Background: an optimization exercise with open tools, aiming at small area, a short achievable clock period and few clock cycles per item. Do not read the settings as production practice.
The RTL was checked by simulation tests, not by an equivalence proof against the original design.

==> flow/design.v (outline; a module is shown in full before it is edited, if it fits) <==
// module xt1_mod_codec: 1324 lines
module xt1_mod_codec (
  input  wire        clk,
  input  wire        rst,         
  input  wire        in_valid,
  output wire        in_ready,
  input  wire        in_mode,     
  input  wire [32:0] in_data,
  output reg         out_valid,
  output reg  [32:0] out_data,    
  output reg         out_erase    
);
  // ...
==> flow/flow/run.sh <==
#!/bin/bash
# Layout flow: the standard flow, with two changes.
#  1. After the standard synthesis, fafix.py flips full-adder cells (a full
#     adder computes the complements of its outputs from the complements of
#     its inputs) so that fewer inverters sit between them. Registers, their
#     names and cell types, and every other cell stay as synthesis made them.
#  2. The port buffers are sky130_fd_sc_hd__buf_2 instead of the default
#     delay buffer.
# Each tool's output goes to a log file of its own in this folder.
set -euo pipefail
R=orfs/results/${FLOW_PLATFORM}/xt1_mod_codec/base

bash standard.sh synth > 1_synth.log 2>&1

python3 flow/fafix.py $R/1_2_yosys.v $R/1_2_yosys_fafix.v > 1_fafix.log 2>&1
cp $R/1_2_yosys.v 1_2_yosys_standard.v
cp $R/1_2_yosys_fafix.v $R/1_2_yosys.v
rm -f $R/1_synth.odb $R/1_synth.sdc

export BUFFER_PORTS_ARGS="-buffer_cell sky130_fd_sc_hd__buf_2"
bash standard.sh finish > 2_layout.log 2>&1
==> flow/flow/fafix.py <==
#!/usr/bin/env python3
"""Remove inverters around full-adder cells in a Yosys netlist.

A full adder is self-dual: complementing its three inputs complements both
outputs. Each fa cell may therefore be "flipped" (fed the complements of its
inputs, giving the complements of its outputs) without changing what the
circuit computes. This picks flips that minimise the number of inverters the
netlist needs, then rebuilds the inverters. Nothing else changes: the other
cells, the registers, their names and the ports stay as they are.

usage: fafix.py in.v out.v
"""
import re, sys

INV = ("sky130_fd_sc_hd__inv_1", "sky130_fd_sc_hd__inv_2", "sky130_fd_sc_hd__clkinv_1")
FA = ("sky130_fd_sc_hd__fa_1",)
OUTPINS = {"X", "Y", "Q", "Q_N", "SUM", "COUT", "HI", "LO", "GCLK"}

src = open(sys.argv[1]).read()
m = re.search(r"^module\s+(\S+)\s*\((.*?)\);", src, re.S | re.M)
body_start = m.end()
endm = src.rindex("endmodule")
body = src[body_start:endm]

inst_re = re.compile(r"^\s*(sky130_fd_sc_hd__\w+)\s+(\S+)\s*\((.*?)\);\s*$", re.S | re.M)
pin_re = re.compile(r"\.(\w+)\(\s*(.*?)\s*\)\s*(?:,|$)", re.S)
insts = []
for im in inst_re.finditer(body):
    t, n, pins = im.group(1), im.group(2), im.group(3)
    pm = [(p, net.strip()) for p, net in pin_re.findall(pins)]
    insts.append([t, n, pm])
decls = inst_re.sub("", body)
if re.search(r"\bassign\b", decls):
    sys.exit("netlist has assign statements; not handled")

# port directions
ports_out = set()
for dm in re.finditer(r"^\s*output\s+(?:\[[^\]]*\]\s*)?(\S+?)\s*;", decls, re.M):
    ports_out.add(dm.group(1))

def is_const(net):
    return net.startswith("1'") or net.startswith("32'")

# drivers
drv = {}
for idx, (t, n, pm) in enumerate(insts):
    for p, net in pm:
        if p in OUTPINS:
            drv[net] = (idx, p)

# root of each net through inverter chains
inv_idx = {idx for idx, (t, n, pm) in enumerate(insts) if t in INV}
def root(net):
    par = 0
    seen = 0
    while net in drv and drv[net][0] in inv_idx and seen < 100:
        t, n, pm = insts[drv[net][0]]
        net = dict(pm)["A"]; par ^= 1; seen += 1
    return net, par

fa_idx = [idx for idx, (t, n, pm) in enumerate(insts) if t in FA]
fa_set = set(fa_idx)

# consumers: list of (root, parity, flippable-fa-index or None)
# bus ports like out_data[3] appear as "\out_data[3] " or out_data[3]
def port_base(net):
    b = net.lstrip("\\").strip()
    return b.split("[")[0]

cons = {}   # root -> list of (parity, fa or None)
for idx, (t, n, pm) in enumerate(insts):
    if idx in inv_idx:
        continue
    for p, net in pm:
        if p in OUTPINS or net == "" or is_const(net):
            continue
        r, par = root(net)
        cons.setdefault(r, []).append((par, idx if idx in fa_set else None))
# output ports need the true value of their own net
for net in list(drv.keys()) + list(cons.keys()):
    pass
outnets = set()
for (t, n, pm) in insts:
    for p, net in pm:
        if port_base(net) in ports_out:
            outnets.add(net)
for net in outnets:
    r, par = root(net)
    cons.setdefault(r, []).append((par, None))

# produced parity of each root: flip of its fa driver (0 otherwise)
root_fa = {}
for idx in fa_idx:
    t, n, pm = insts[idx]
    for p, net in pm:
        if p in ("SUM", "COUT"):
            root_fa[net] = idx

flip = {idx: 0 for idx in fa_idx}
# roots touched by each fa (inputs and outputs)
fa_roots = {}
for idx in fa_idx:
    t, n, pm = insts[idx]
    rs = set()
    for p, net in pm:
        if p in ("SUM", "COUT"):
            rs.add(net)
        elif not is_const(net):
            rs.add(root(net)[0])
    fa_roots[idx] = rs

def root_cost(r):
    prod = flip[root_fa[r]] if r in root_fa else 0
    for par, f in cons.get(r, []):
        need = par ^ (flip[f] if f is not None else 0)
        if need != prod:
            return 1
    return 0

def total():
    return sum(root_cost(r) for r in cons)

before = total()
changed = True
it = 0
while changed and it < 50:
    changed = False; it += 1
    for idx in fa_idx:
        rs = fa_roots[idx]
        c0 = sum(root_cost(r) for r in rs)
        flip[idx] ^= 1
        c1 = sum(root_cost(r) for r in rs)
        if c1 < c0:
            changed = True
        else:
            flip[idx] ^= 1
import random
random.seed(1)
best = dict(flip); bestc = total(); cur = bestc
T = 2.0
for step in range(200000):
    idx = random.choice(fa_idx)
    rs = fa_roots[idx]
    c0 = sum(root_cost(r) for r in rs)
    flip[idx] ^= 1
    c1 = sum(root_cost(r) for r in rs)
    d = c1 - c0
    if d <= 0 or random.random() < __import__('math').exp(-d / T):
        cur += d
        if cur < bestc:
            bestc = cur; best = dict(flip)
    else:
        flip[idx] ^= 1
    T = max(0.02, T * 0.99997)
flip = best
after = total()

# rebuild
newinst = []
cnt = [0]
def fresh(base):
    cnt[0] += 1
    return "_fafix%d_" % cnt[0]
# physical net names for root r in each polarity
phys = {}
newwires = []
need_inv = []
for r in set(list(cons.keys()) + list(root_fa.keys())):
    prod = flip[root_fa[r]] if r in root_fa else 0
    if prod == 0:
        phys[(r, 0)] = r
    else:
        w = fresh(r); newwires.append(w)
        phys[(r, 1)] = w
    needs = set()
    for par, f in cons.get(r, []):
        needs.add(par ^ (flip[f] if f is not None else 0))
    other = 1 - prod
    if other in needs:
        if other == 0:
            phys[(r, 0)] = r
            need_inv.append((phys[(r, 1)], r))
        else:
            w = fresh(r); newwires.append(w)
            phys[(r, 1)] = w
            need_inv.append((r, w))

def net_for(net, extra):
    if is_const(net):
        return net
    r, par = root(net)
    return phys[(r, par ^ extra)]

for idx, (t, n, pm) in enumerate(insts):
    if idx in inv_idx:
        continue
    f = flip.get(idx, 0)
    npm = []
    for p, net in pm:
        if p in OUTPINS:
            if idx in fa_set and f:
                npm.append((p, phys[(net, 1)]))
            else:
                npm.append((p, net))
        elif net == "":
            npm.append((p, net))
        else:
            npm.append((p, net_for(net, f)))
    newinst.append((t, n, npm))
for i, (a, y) in enumerate(need_inv):
    newinst.append(("sky130_fd_sc_hd__inv_1", "_fafixinv%d_" % i, [("A", a), ("Y", y)]))

# nets that are no longer driven/used (old inverter outputs) stay declared; harmless
out = [src[:body_start]]
out.append(decls.rstrip() + "\n")
for w in newwires:
    out.append("  wire %s;\n" % w)
for t, n, pm in newinst:
    out.append("  %s %s (\n%s\n  );\n" % (t, n, ",\n".join("    .%s(%s)" % (p, net + " " if net.startswith("\\") else net) for p, net in pm)))
out.append(src[endm:])
open(sys.argv[2], "w").write("".join(out))
sys.stderr.write("fafix: inverters %d -> %d (fa cells %d, flipped %d)\n" % (len(inv_idx), len(need_inv), len(fa_idx), sum(flip.values())))
==> flow/standard.sh <==
#!/bin/bash
# synth_recipe.tcl (not shown) runs the flow's synth.tcl, then flattens the netlist and writes it again
# the make line also repeats each setting of config.mk as NAME=value (left out here)
make -C /OpenROAD-flow-scripts/flow DESIGN_CONFIG=/design/flow/config.mk WORK_HOME=/design/flow/orfs CLKGATE_MAP_FILE= SYNTH_SCRIPT=/design/flow/synth_recipe.tcl "${@:-finish}"
==> flow/config.mk <==
export PLATFORM = sky130hd
export DESIGN_NAME = xt1_mod_codec
export DESIGN_NICKNAME = xt1_mod_codec
export VERILOG_FILES = /design/flow/design.v
export SDC_FILE = /design/flow/constraint.sdc
export NUM_CORES = 4
export LEC_CHECK = 0
export CAP_MARGIN = 20
export CORE_MARGIN = 2
export CORE_UTILIZATION = 40
export SLEW_MARGIN = 20
==> flow/constraint.sdc <==
create_clock -name core_clock -period 160.0 [get_ports {clk}]
set_input_delay 32.0000 -clock core_clock [delete_from_list [all_inputs] [get_ports {clk}]]
set_output_delay 32.0000 -clock core_clock [all_outputs]
set_load 0.01 [all_outputs]
==> impl_metrics.json, run 1 <==
{
  "globalplace.congestion": 0.885,
  "die_y_um": 216,
  "status": "no timing/DRC/antenna violations",
  "hold_viol_final": 0,
  "taps": 592,
  "wl_um": 37700,
  "firstDrtPassIters": 6,
  "startpoint_type": "register",
  "crit_slowest_cell": "dfxtp_1",
  "diodes": 0,
  "die_x_um": 216,
  "worstPathMaxFanout": 1,
  "num_rows": 77,
  "n_sequential_cell": 210,
  "post_cts_resized": 0,
  "top_layer": "met4",
  "cp-endpoint": "out_data[1]",
  "place_hpwl_um": 31400,
  "min_period_over_period": 0.206,
  "num-nets-final": 2162,
  "wl_met3_um": 1750,
  "post_cts.repair.setup_buffers": 0,
  "crit_chain": "buf_2",
  "fin_crit_ps": 33010,
  "met1_usage": 0.221,
  "max-cap-violations": 0,
  "crit_cells": 1
}
Testbench counts, summed over its fixed seeds: cycles 32,040, items 32,000.
==> inputs of run 2 (changes only) <==
==> flow/run.sh (new file) <==
#!/bin/bash
# synth_recipe.tcl (not shown) runs the flow's synth.tcl, then flattens the netlist and writes it again
# the make line also repeats each setting of config.mk as NAME=value (left out here)
make -C /OpenROAD-flow-scripts/flow DESIGN_CONFIG=/design/flow/config.mk WORK_HOME=/design/flow/orfs CLKGATE_MAP_FILE= SYNTH_SCRIPT=/design/flow/synth_recipe.tcl finish
removed: flow/flow/run.sh
removed: flow/flow/fafix.py
removed: flow/standard.sh
==> run 2 against run 1 <==
Still clean. Hold slack gained 4.6 ps. Via count is 7.1% higher. First-iteration DRC count down 7.3%. Area after synthesis increased by 5.0%. Count of clock-buffer cells in the layout increased by 5. Die area rose by 4.9%. Sequential cell count unchanged. Synthesized cell count increased by 15%. Global-route usage shrank 0.35 points. Largest cell class unchanged.
==> impl_metrics.json, run 2 <==
{
  "status": "no timing/DRC/antenna violations",
  "ctsHoldBuffers": 0,
  "r2r_start": "s1_w[6]",
  "crit_buf_inv": 1,
  "grt-ovfl-total": 0,
  "r2r-end": "s2_w[23]",
  "cts_buffers": 26,
  "synthTopCellsByCount": "inv_1, fa_1, dfxtp_1, ha_1, xnor2_1",
  "cts_tree": "built",
  "setup.worst_path.end_class": "output port",
  "min_to": "s4_w[23]",
  "synth_xor_area_frac": 0.0504,
  "die_area_um2": 49000,
  "antenna_found_initial": 0,
  "min_path_cells": 0,
  "synth-simple-area-share": 0.0538,
  "crit_slowest_cell": "clkdlybuf4s50_1",
  "synthArstFlopShare": 0,
  "synth_fa_ha_area_frac": 0.473,
  "num_rows": 79,
  "grt_max_degree": 50,
  "syn-instance-count": 1794,
  "reg2reg_slack_ps": 127210,
  "final_common_cell": "inv_1",
  "critPathArrivalTime_ps": 1400,
  "hp-class": "register to register",
  "worst_pin_slew_ps": 1000,
  "synth.most_common_cell": "inv_1",
  "die_x_um": 221,
  "die_y_um": 221,
  "firstDrtPassIters": 5,
  "tns_ps": 0,
  "fin_crit_ps": 33400,
  "crit_required_ps": 128000,
  "syn_area_um2": 18900,
  "first_global_vias": 12600,
  "yosys_warnings": 1,
  "drt-initial-drc-count": 524,
  "yosysTopAreaCellShare": 0.382,
  "synth-seq-cells": 210,
  "core_area_um2": 46600,
  "ff2ff_path_depth": 123,
  "synth_edf_count": 0,
  "clkSinkCount": 210,
  "max_stage_delay_ps": 530,
  "grt_usage": 0.166,
  "via_per_inst": 4.69,
  "synth_top_family_by_area": "adder cells",
  "max-cap-violations": 0,
  "startpoint_type": "register",
  "globalplace.congestion": 0.881,
  "antenna_left": 0,
  "syn-num-nets": 2327,
  "min_period_over_period": 0.209,
  "syn_area_per_cell_um2": 10.5,
  "route.detailed.drc": 0,
  "synth-compound-area-share": 0.0572,
  "grt_pass1_wl_um": 64800,
  "port_buffers": 71,
  "wire_per_inst_um": 15.6,
  "wl_um": 39000,
  "path_class": "register to output port",
  "finalSetupViolCount": 0,
  "worstPathMaxFanout": 1,
  "ys_seq_area_frac": 0.223,
  "post_cts_resized": 0,
  "crit_chain": "clkdlybuf4s50_1",
  "area_growth_pct": 12.3,
  "hold_viol_final": 0,
  "yosys-mux-area-fraction": 0.0347,
  "layout_common_cells": "inv_1, fa_1, dfxtp_1",
  "critPathTopFamily": "buffers and inverters",
  "hold_start": "s3_w[23]",
  "clockBufferDepth": 3,
  "post_cts.repair.setup_buffers": 0,
  "clkLatencyLatePin_ps": 560,
  "top_level_ports": 73,
  "synthFlopType": "dfxtp_1",
  "rsz0062_at_grt": "no",
  "drive_gt1_frac": 0.0625,
  "finalMaxSlewViolations": 0,
  "path_clk_slew_ps": 60,
  "slew-limit-headroom": 0.332,
  "cts_max_level": 1,
  "place_hpwl_um": 32100,
  "initial_utilization": 0.406,
  "diodes": 0,
  "max_freq_mhz": 29.9,
  "num-nets-final": 2401,
  "clock_skew_ps": 10.5,
  "cts-root-buf": "clkbuf_16",
  "routed-via-count": 11700,
  "synthTopCellsByArea": "fa_1, dfxtp_1, inv_1",
  "netlist.top_cell.by_area": "fa_1",
  "synth_cell_types": 66,
  "fillers": 4301,
  "hold_ws_ps": 324
}
-- run 2: logic make-up (layout without fill, tap and decap cells) --
| kind of cell | after synthesis | count (layout) |
|---|---|---|
| buffers and inverters | 543 | 636 |
| XOR/XNOR | 99 | 99 |
| multiplexers | 60 | 60 |
| AND/OR/NAND/NOR | 211 | 211 |
| AO/OA/AOI/OAI | 172 | 172 |
| flip-flops | 210 | 210 |
| adder cells (fa/ha/maj) | 498 | 498 |
| other | 1 | 1 |
-- run 2: per-stage QoR --
stage	setup WS (ps)	instances	util	instance area, um2
after global placement	127190	2447	0.437	20400
after detailed placement	127170	2447	0.437	20400
after CTS	126550	2494	0.456	21200
final	126600	2494	0.456	21200
after global routing	125230	2494	0.456	21200
after floorplan	127670	1794	-	18900
-- run 2: final cells by class --
class / instances / area [um2] / share of cell area
clock inverter: 12 / 103 / 0.00484
timing repair buffer: 87 / 831 / 0.0392
multi-input combinational: 1041 / 12700 / 0.598
inverter: 502 / 1880 / 0.0888
clock buffer: 35 / 744 / 0.0351
sequential: 210 / 4200 / 0.198
tap: 607 / 759 / 0.0358
-- run 2: worst max path at each step --
stage / startpoint / end / slack, ps / cells after the start
3_3_place_gp: out_valid / out_valid / 127190 / 1
6_report: out_data[5] / out_data[5] / 126600 / 1
5_1_grt: s1_w[6] / s2_w[24] / 125230 / 123
4_1_cts: out_data[17] / out_data[17] / 126550 / 1
2_1_floorplan: out_data[0] / out_data[0] / 127670 / 0
3_5_place_dp: out_data[31] / out_data[31] / 127170 / 1
-- run 2: routing by layer --
metal,global-route usage,routed length (um)
met1,0.201,15900
met2,0.299,19900
met3,0.0270,1730
met4,0.0582,1480
met5,0,0

re-timing with driven ports:
The results above use ideal ports. As a check the final layouts listed here were re-extracted and re-timed, cells and wires unchanged.
Step 1 (the two cells are an assumption about what drives the block):
set clk [get_ports {clk}]
set_driving_cell -lib_cell sky130_fd_sc_hd__clkbuf_16 $clk
set_driving_cell -lib_cell sky130_fd_sc_hd__buf_2 [delete_from_list [all_inputs] $clk]
Step 2 moves the port delays by t, midway between the first and last clock arrival at a register: inputs arrive t later, outputs are due t later. That takes back most of the time a late clock gives input paths.
a / b / c = ideal ports / drivers / drivers and shift; a / b = the first two.
run | t (ns) | setup slack, ns | worst data-port slew with drivers (ns)
run 1 | 0.605 | 126.992 / 126.935 / 127.056 | 0.04
run 2 | 0.609 | 126.603 / 126.546 / 127.154 | 0.04
After both steps every run listed still meets setup and hold.
